This design comes from an exercise in tuning for small area, a short achievable clock period and few clock cycles per item on the open sky130 flow, not from production work. Only the layout flow was run in this run; the RTL was not checked for function there.

<file path="design/flow/config.mk">
export PLATFORM = sky130hd
export DESIGN_NAME = nsu_top
export DESIGN_NICKNAME = nsu_top
export VERILOG_FILES = /design/flow/design.v
export SDC_FILE = /design/flow/constraint.sdc
export NUM_CORES = 4
export LEC_CHECK = 0
export CAP_MARGIN = 20
export CORE_MARGIN = 2
export CORE_UTILIZATION = 40
export SLEW_MARGIN = 20
</file>
<file path="design/flow/run.sh">
#!/bin/bash
# synth_recipe.tcl (not shown) runs the flow's synth.tcl, then flattens the netlist and writes it again
# the make line also repeats each setting of config.mk as NAME=value (left out here)
make -C /OpenROAD-flow-scripts/flow DESIGN_CONFIG=/design/flow/config.mk WORK_HOME=/design/flow/orfs CLKGATE_MAP_FILE= SYNTH_SCRIPT=/design/flow/synth_recipe.tcl finish
</file>
<file path="design/flow/design.v">
module nsu_edge (
    input  wire signed [13:0] a,
    input  wire signed [13:0] b,
    input  wire        [5:0]  blend_l,
    input  wire        [5:0]  blend_h,
    output reg         [8:0]  ew,        
    output reg                pre_ok,    
    output wire               nz         
);
    wire        in_range = (a >= 0) && (b >= 0);
    wire        lo_ramp  = a < $signed({8'd0, blend_l});
    wire        hi_ramp  = b < $signed({8'd0, blend_h});
    wire [14:0] num_lo = {a[6:0], 1'b1} * 15'd256;
    wire [14:0] num_hi = {b[6:0], 1'b1} * 15'd256;
    wire [6:0]  den_lo = {blend_l, 1'b0};
    wire [6:0]  den_hi = {blend_h, 1'b0};
    wire [14:0] q_lo   = num_lo / den_lo;
    wire [14:0] q_hi   = num_hi / den_hi;
    wire [8:0]  w_lo   = lo_ramp ? q_lo[8:0] : 9'd256;
    wire [8:0]  w_hi   = hi_ramp ? q_hi[8:0] : 9'd256;
    assign nz = in_range;
    always @(*) begin
        if (!in_range) begin
            ew     = 9'd0;
            pre_ok = 1'b0;
        end else begin
            ew     = (w_hi < w_lo) ? w_hi : w_lo;
            pre_ok = (!lo_ramp || w_lo > 9'd128) && (!hi_ramp || w_hi >= 9'd128);
        end
    end
endmodule
module nsu_dens (
    input  wire [11:0] tone,    
    input  wire [8:0]  ew,      
    input  wire [8:0]  rw,      
    output wire [11:0] dens
);
    wire [20:0] p_ew = tone * ew + 21'd128;
    wire [11:0] d_ew = p_ew[19:8];
    wire [20:0] p_rw = d_ew * rw + 21'd128;
    assign dens = p_rw[19:8];
endmodule
module nsu_share (
    input  wire        dead,       
    input  wire        same,       
    input  wire        elig_q,     
    input  wire        elig_o,     
    input  wire [7:0]  w_facing,   
    input  wire [7:0]  w_other,    
    input  wire [11:0] dens,       
    output wire [13:0] share
);
    reg  [8:0]  w;
    always @(*) begin
        w = 9'd0;
        if (elig_q) begin
            w = {1'b0, w_facing};
            if (!elig_o)
                w = w + {1'b0, w_other};
        end
    end
    wire [20:0] d   = (dead && same) ? {9'd0, dens} : 21'd0;
    wire [20:0] p   = d * w + 21'd64;
    assign share = p[20:7];
endmodule
module nsu_top (
    input  wire        clk,
    input  wire        rst,             
    input  wire        in_valid,
    output wire        in_ready,
    input  wire [1:0]  in_pair_mode,    
    input  wire [2:0]  in_rows_m1,      
    input  wire [11:0] in_npr_m1,       
    input  wire [2:0]  in_row,          
    input  wire [11:0] in_col,          
    input  wire [23:0] in_edge,         
    input  wire [23:0] in_noz,          
    input  wire [3:0]  in_st_l,         
    input  wire [3:0]  in_st_r,         
    input  wire [3:0]  in_st_ll,        
    input  wire [3:0]  in_st_rr,        
    input  wire [3:0]  in_st_tq,        
    input  wire [3:0]  in_st_tl,        
    input  wire [3:0]  in_st_tr,        
    input  wire [2:0]  in_own_q,
    input  wire [2:0]  in_own_l,
    input  wire [2:0]  in_own_r,
    input  wire [2:0]  in_own_ll,
    input  wire [2:0]  in_own_rr,
    input  wire [3:0]  in_ln_par,       
    input  wire [3:0]  in_live,         
    input  wire [11:0] in_tone_q,
    input  wire [11:0] in_tone_l,
    input  wire [11:0] in_tone_r,
    input  wire [15:0] in_take_w,       
    input  wire [83:0] in_thr,          
    input  wire [1:0]  in_rung,
    input  wire [23:0] in_rung_map,     
    input  wire [2:0]  in_pre,          
    output reg         out_valid,
    input  wire        out_ready,
    output reg  [2:0]  out_code
);
    localparam [3:0] ST_OK = 4'd0, ST_WEAK = 4'd1, ST_DEAD = 4'd2, ST_TRT = 4'd4;
    assign in_ready = !out_valid || out_ready;
    wire take = in_valid && in_ready;
    wire ex_l  = in_col != 12'd0;
    wire ex_r  = in_col < in_npr_m1;
    wire ex_ll = in_col > 12'd1;
    wire ex_rr = ({1'b0, in_col} + 13'd2) <= {1'b0, in_npr_m1};
    wire has_tw = (in_pair_mode != 2'd0) && ((in_row ^ 3'd1) <= in_rows_m1);
    wire [3:0] st_q = in_noz[3:0];
    wire acc_q  = st_q == ST_OK;
    wire acc_l  = in_st_l == ST_OK;
    wire acc_r  = in_st_r == ST_OK;
    wire acc_ll = in_st_ll == ST_OK;
    wire acc_rr = in_st_rr == ST_OK;
    wire own_ql  = (in_own_q[2] == in_own_l[2])  && (!in_own_q[2] || in_own_q[1:0] == in_own_l[1:0]);
    wire own_qr  = (in_own_q[2] == in_own_r[2])  && (!in_own_q[2] || in_own_q[1:0] == in_own_r[1:0]);
    wire own_lll = (in_own_l[2] == in_own_ll[2]) && (!in_own_l[2] || in_own_l[1:0] == in_own_ll[1:0]);
    wire own_rrr = (in_own_r[2] == in_own_rr[2]) && (!in_own_r[2] || in_own_r[1:0] == in_own_rr[1:0]);
    wire [5:0] trim_l  = in_edge[23:18];
    wire [5:0] blend_l = in_edge[17:12];
    wire [5:0] trim_h  = in_edge[11:6];
    wire [5:0] blend_h = in_edge[5:0];
    wire signed [13:0] a_q = $signed({2'b00, in_col}) - $signed({8'd0, trim_l});
    wire signed [13:0] b_q = $signed({2'b00, in_npr_m1}) - $signed({2'b00, in_col})
                           - $signed({8'd0, trim_h});
    wire [8:0] ew_q, ew_l, ew_r;
    wire       pre_ok_q, pre_ok_l_unused, pre_ok_r_unused;
    wire       nz_q, nz_l_unused, nz_r_unused;
    nsu_edge u_edge_q (.a(a_q), .b(b_q), .blend_l(blend_l), .blend_h(blend_h),
                       .ew(ew_q), .pre_ok(pre_ok_q), .nz(nz_q));
    nsu_edge u_edge_l (.a(a_q - 14'sd1), .b(b_q + 14'sd1), .blend_l(blend_l), .blend_h(blend_h),
                       .ew(ew_l), .pre_ok(pre_ok_l_unused), .nz(nz_l_unused));
    nsu_edge u_edge_r (.a(a_q + 14'sd1), .b(b_q - 14'sd1), .blend_l(blend_l), .blend_h(blend_h),
                       .ew(ew_r), .pre_ok(pre_ok_r_unused), .nz(nz_r_unused));
    wire nz_ll = (a_q - 14'sd2 >= 0) && (b_q + 14'sd2 >= 0);
    wire nz_rr = (a_q + 14'sd2 >= 0) && (b_q - 14'sd2 >= 0);
    wire gives_q = has_tw && (in_st_tq == ST_DEAD || in_st_tq == ST_TRT) && acc_q;
    wire gives_l = has_tw && (in_st_tl == ST_DEAD || in_st_tl == ST_TRT) && acc_l;
    wire gives_r = has_tw && (in_st_tr == ST_DEAD || in_st_tr == ST_TRT) && acc_r;
    wire par_q = (in_row[0] == in_ln_par[in_own_q[1:0]]);
    wire par_l = (in_row[0] == in_ln_par[in_own_l[1:0]]);
    wire par_r = (in_row[0] == in_ln_par[in_own_r[1:0]]);
    reg [8:0] rw_q, rw_l, rw_r;
    always @(*) begin
        if (!has_tw || gives_q)         rw_q = 9'd256;
        else if (in_pair_mode == 2'd1)  rw_q = in_row[0] ? 9'd0 : 9'd256;
        else if (in_pair_mode == 2'd2)  rw_q = 9'd128;
        else                            rw_q = par_q ? 9'd256 : 9'd0;
        if (!has_tw || gives_l)         rw_l = 9'd256;
        else if (in_pair_mode == 2'd1)  rw_l = in_row[0] ? 9'd0 : 9'd256;
        else if (in_pair_mode == 2'd2)  rw_l = 9'd128;
        else                            rw_l = par_l ? 9'd256 : 9'd0;
        if (!has_tw || gives_r)         rw_r = 9'd256;
        else if (in_pair_mode == 2'd1)  rw_r = in_row[0] ? 9'd0 : 9'd256;
        else if (in_pair_mode == 2'd2)  rw_r = 9'd128;
        else                            rw_r = par_r ? 9'd256 : 9'd0;
    end
    wire dead_l = ex_l && in_st_l == ST_DEAD && (!has_tw || in_st_tl != ST_OK);
    wire dead_r = ex_r && in_st_r == ST_DEAD && (!has_tw || in_st_tr != ST_OK);
    wire elig_q_l  = acc_q  && nz_q  && own_ql;               
    wire elig_q_r  = acc_q  && nz_q  && own_qr;               
    wire elig_ll_l = ex_ll  && acc_ll && nz_ll && own_lll;    
    wire elig_rr_r = ex_rr  && acc_rr && nz_rr && own_rrr;    
    wire [11:0] dens_q, dens_l, dens_r;
    nsu_dens u_dens_q (.tone(in_tone_q), .ew(ew_q), .rw(rw_q), .dens(dens_q));
    nsu_dens u_dens_l (.tone(in_tone_l), .ew(ew_l), .rw(rw_l), .dens(dens_l));
    nsu_dens u_dens_r (.tone(in_tone_r), .ew(ew_r), .rw(rw_r), .dens(dens_r));
    wire [7:0] left_w  = in_take_w[15:8];
    wire [7:0] right_w = in_take_w[7:0];
    wire [13:0] share_l, share_r;
    nsu_share u_share_l (.dead(dead_l), .same(own_ql), .elig_q(elig_q_l), .elig_o(elig_ll_l),
                         .w_facing(right_w), .w_other(left_w), .dens(dens_l), .share(share_l));
    nsu_share u_share_r (.dead(dead_r), .same(own_qr), .elig_q(elig_q_r), .elig_o(elig_rr_r),
                         .w_facing(left_w), .w_other(right_w), .dens(dens_r), .share(share_r));
    wire [15:0] d_sum = {4'd0, dens_q} + {2'd0, share_l} + {2'd0, share_r};
    wire [11:0] d_cap = (d_sum > 16'd4095) ? 12'd4095 : d_sum[11:0];
    wire [11:0] gain   = in_noz[23:12];
    wire signed [7:0] offset = in_noz[11:4];
    wire [24:0] p_gain = d_cap * gain + 25'd1024;
    wire signed [15:0] d_corr = $signed({2'b00, p_gain[24:11]}) + ($signed(offset) * 16'sd4);
    reg  [11:0] d_fin;
    always @(*) begin
        if (d_cap == 12'd0)           d_fin = 12'd0;
        else if (d_corr < 0)          d_fin = 12'd0;
        else if (d_corr > 16'sd4095)  d_fin = 12'd4095;
        else                          d_fin = d_corr[11:0];
    end
    integer i;
    reg [2:0] lvl;
    always @(*) begin
        lvl = 3'd0;
        for (i = 0; i < 7; i = i + 1)
            if (d_fin > in_thr[12*i +: 12])
                lvl = lvl + 3'd1;
    end
    reg [2:0] cmax;
    always @(*) begin
        case (in_rung)
            2'd0:    cmax = 3'd7;
            2'd1:    cmax = 3'd3;
            default: cmax = 3'd1;
        endcase
    end
    wire [2:0] map_code = (lvl == 3'd0) ? 3'd0 : in_rung_map[3*lvl +: 3];
    wire [2:0] scr_code = (map_code > cmax) ? cmax : map_code;
    wire pre_twin = !has_tw || gives_q || (in_pair_mode == 2'd1 && !in_row[0])
                  || (in_pair_mode[1] && par_q);
    wire [2:0] pre_raw  = (pre_ok_q && pre_twin) ? in_pre : 3'd0;
    wire [2:0] pre_code = (pre_raw > cmax) ? cmax : pre_raw;
    wire fires  = (st_q == ST_OK) || (st_q == ST_WEAK);
    wire live_q = in_own_q[2] && in_live[in_own_q[1:0]];
    wire [2:0] code = (!fires || !live_q) ? 3'd0
                    : ((scr_code > pre_code) ? scr_code : pre_code);
    always @(posedge clk) begin
        if (rst) begin
            out_valid <= 1'b0;
            out_code  <= 3'd0;
        end else begin
            if (take) begin
                out_valid <= 1'b1;
                out_code  <= code;
            end else if (out_ready) begin
                out_valid <= 1'b0;
            end
        end
    end
endmodule
</file>
<file path="design/flow/constraint.sdc">
create_clock -name core_clock -period 85.0 [get_ports {clk}]
set_input_delay 17.0000 -clock core_clock [delete_from_list [all_inputs] [get_ports {clk}]]
set_output_delay 17.0000 -clock core_clock [all_outputs]
set_load 0.01 [all_outputs]
</file>
==> reports/metrics.yaml <==
run_status:
  status: "finished clean"
yosys:
  ys_async_sr_fraction_pct: 0
  ys.warnings.count: 3
  syn-cell-area_um2: 59300
  synthTopCellsByArea: "ha_1, fa_1, inv_1, nand2_1, nor2_1"
  postSynthAreaPerCell_um2: 7.58
  synthFlopType: "dfxtp_1"
  synth_common_cells: "ha_1, inv_1, nand2_1"
  synth-seq-cells: 4
  yosysUniqueCellTypes: 119
  yosysMostFrequentCell: "ha_1"
  seq_area_frac_synth_pct: 0.135
  yosysTopAreaCell: "ha_1"
  synth-edff-count: 0
  synth_cells: 7817
  synth_top_cell_area_share_pct: 22.5
placement:
  numPortBuffers: 301
  hpwl_mm: 152
  gp_congestion: 0.915
  place_ws_ns: 4.19
clock_network:
  clockRootBuffer: "clkbuf_16"
  worst_setup_hold_path_clk_slew_ns: 0.03
  clk_latency_ns: 0.22
  holdBufCountCts: 0
  clock_sinks: 4
  cts_tree: "done"
  h-tree-depth: 1
  cts_setup_buffers: 0
  ctsLongestPathBuffers: 2
  cts_buffers: 3
worst_setup_path:
  timing.rr.start: "out_valid$_SDFFE_PP0P_"
  required_ns: 85.11
  path_class: "input pin to flip-flop"
  critPathMaxStageDelay_ns: 0.91
  startpoint_type: "input pin"
  reg2reg_slack_ns: 83.64
  critPathTopFamily: "compound AO/OA/AOI/OAI gates"
  cp_max_fo: 14
  cp_common_cell: "ha_1"
  arrival_ns: 79.80
  cp_num_buf_inv: 20
  timing.rr.end: "out_code[1]$_SDFFE_PP0P_"
  reg2reg_depth: 5
  critPathSlowestCell: "fa_1"
  endpoint_kind: "flip-flop"
drt:
  drtPass1Iterations: 6
  wl_met2_mm: 86.5
  ant_nets: 0
  dr.max_layer_used: "met5"
  drt-met1-wl_mm: 81.6
  wl_met3_mm: 8.18
  detailroute.via_count: 57200
  drc: 0
  routed_wl_mm: 180
  drt_iter0_markers: 3598
  wire_per_inst_um: 18.2
  routed_via_density: 5.76
timing:
  fin_ws_ns: 5.31
  worst_pin_slew_ns: 1.11
  tns_ns: 0
  fmax_mhz: 12.5
  skew_ns: 0.00256
  setup_violations: 0
  rsz0062_at_grt: "no"
  fin_crit_ns: 79.69
  period_share_pct: 93.8
  hold_violations: 0
  relSlewSlack_pct: 26.3
  drv_slew: 0
global_route:
  grt_usage_pct: 23.4
  grt_pass1_wl_mm: 295
  overflow: 0
  antenna_found_initial: 8
  grt_pass1_vias: 56500
  grt_max_degree: 60
floorplan:
  die_h_um: 389
  die_w_um: 389
  start_util_pct: 40.2
  floorplan.die_area_um2: 151000
  core_um2: 147000
  rows: 141
  io_pins: 305
final_layout:
  drive_gt1_share_pct: 4.24
  fin_nets: 9834
  area_growth_pct: 9.10
min_path:
  min-delay-start: "out_code[2]$_SDFFE_PP0P_"
  min_to: "out_code[2]$_SDFFE_PP0P_"
  worstHoldPathType: "flip-flop to flip-flop"
  holdPathStages: 1
flow_run:
  max_cap_violations: 0
-- area by class of cell --
| class | count | area (um^2) |
|---|---|---|
| fillers | 15000 | 82800 |
| multi-input cells | 6815 | 55500 |
| repair buffers | 375 | 3560 |
| inverters | 794 | 2980 |
| well taps | 1930 | 2410 |
| flip-flops and latches | 4 | 80.1 |
| clock buffers | 3 | 75.1 |
| diodes | 3 | 7.51 |
-- cell families after synthesis --
group / share of synthesized area [%]
simple gates: 22.6
compound gates: 22.1
mux: 3.74
fa+ha+maj: 38.6
flops: 0.135
xor+xnor: 6.29
other cells: 0.00633
buf+inv: 6.42
-- worst max path at each step --
stage / end / from / slack [ns] / cells after the start
after global placement: out_code[0]$_SDFFE_PP0P_ / in_col[0] / 5.20 / 251
after detailed placement: out_code[0]$_SDFFE_PP0P_ / in_col[0] / 4.19 / 253
after floorplan: out_code[0]$_SDFFE_PP0P_ / in_col[0] / 13.15 / 258
after CTS: out_code[0]$_SDFFE_PP0P_ / in_col[0] / 4.14 / 252
after global routing: out_code[0]$_SDFFE_PP0P_ / in_col[0] / 0.14 / 263
final: out_code[0]$_SDFFE_PP0P_ / in_col[0] / 5.31 / 258
-- routing by layer --
metal,GRT usage [%],up-vias
li1,-,28200
met1,31.2,27400
met2,41.7,1441
met3,1.37,179
met4,4.71,8
met5,0,-
-- flip-flops by register name, indices dropped and copies added, names as in the netlist --
signal     flops
out_code       3
out_valid      1
-- cell usage in the layout, fill, tap and decap left out, types with 56 or more instances in the layout --
cell type / count
o21bai_1: 56
nor3_1: 222
clkdlybuf4s50_1: 299
nor2b_1: 102
nand4_1: 70
nand3_1: 148
a211oi_1: 58
a21o_1: 215
a21oi_1: 409
nand2_1: 751
and2_1: 154
inv_1: 780
mux2i_1: 101
o31ai_1: 73
or2_2: 58
xnor2_1: 274
buf_4: 74
nand2b_1: 140
o211ai_1: 58
fa_1: 474
a31oi_1: 57
nor2_1: 649
ha_1: 1067
mux2_2: 89
and3_1: 178
o21ai_0: 317
o21a_1: 227
or3_1: 82
xor2_1: 115
-- stage by stage --
stage / cell area (um^2) / utilization (%) / std cells / hold WS [ns]
2_1_floorplan: 59300 / - / 7822 / 0.511
3_3_place_gp: 64500 / 43.8 / 9918 / 0.469
3_5_place_dp: 64500 / 43.8 / 9918 / 0.476
4_1_cts: 64600 / 43.8 / 9921 / 0.483
5_1_grt: 64700 / 43.8 / 9921 / 0.512
6_report: 64700 / 43.8 / 9924 / 0.482
-- timing repair --
action,CTS,global route
endpoints found under the hold margin,0,0
resized for setup,0,10
setup endpoints to repair,0,3

==> separate check: timing with driven ports <==
No port has a modelled driver above. Below, the same layout with a new extraction and two added sets of constraints.
Step 1 assumes that a clkbuf_16 drives the clock port and a buf_2 every other input.
Step 2 adds t to the input delays and takes it off the output delays; t is the mean of the earliest and latest rising clock arrival at the registers after step 1. Input paths then give back, and output paths get back, about the clock's delay inside the block.
Three values: ideal, step 1, step 2; two values: the first two.
t (ns): 0.245
slack for setup (ns): 5.311 / 5.307 / 5.062
hold WS [ns]: 0.482 / 0.482 / 0.482
slew at the worst register clock pin (ns): 0.03 / 0.03
cell pins on the clock port's net: 1
After both steps setup and hold are still met in this run. The setup slack of this run moves by -0.004 ns with the drivers and by -0.249 ns with both steps.
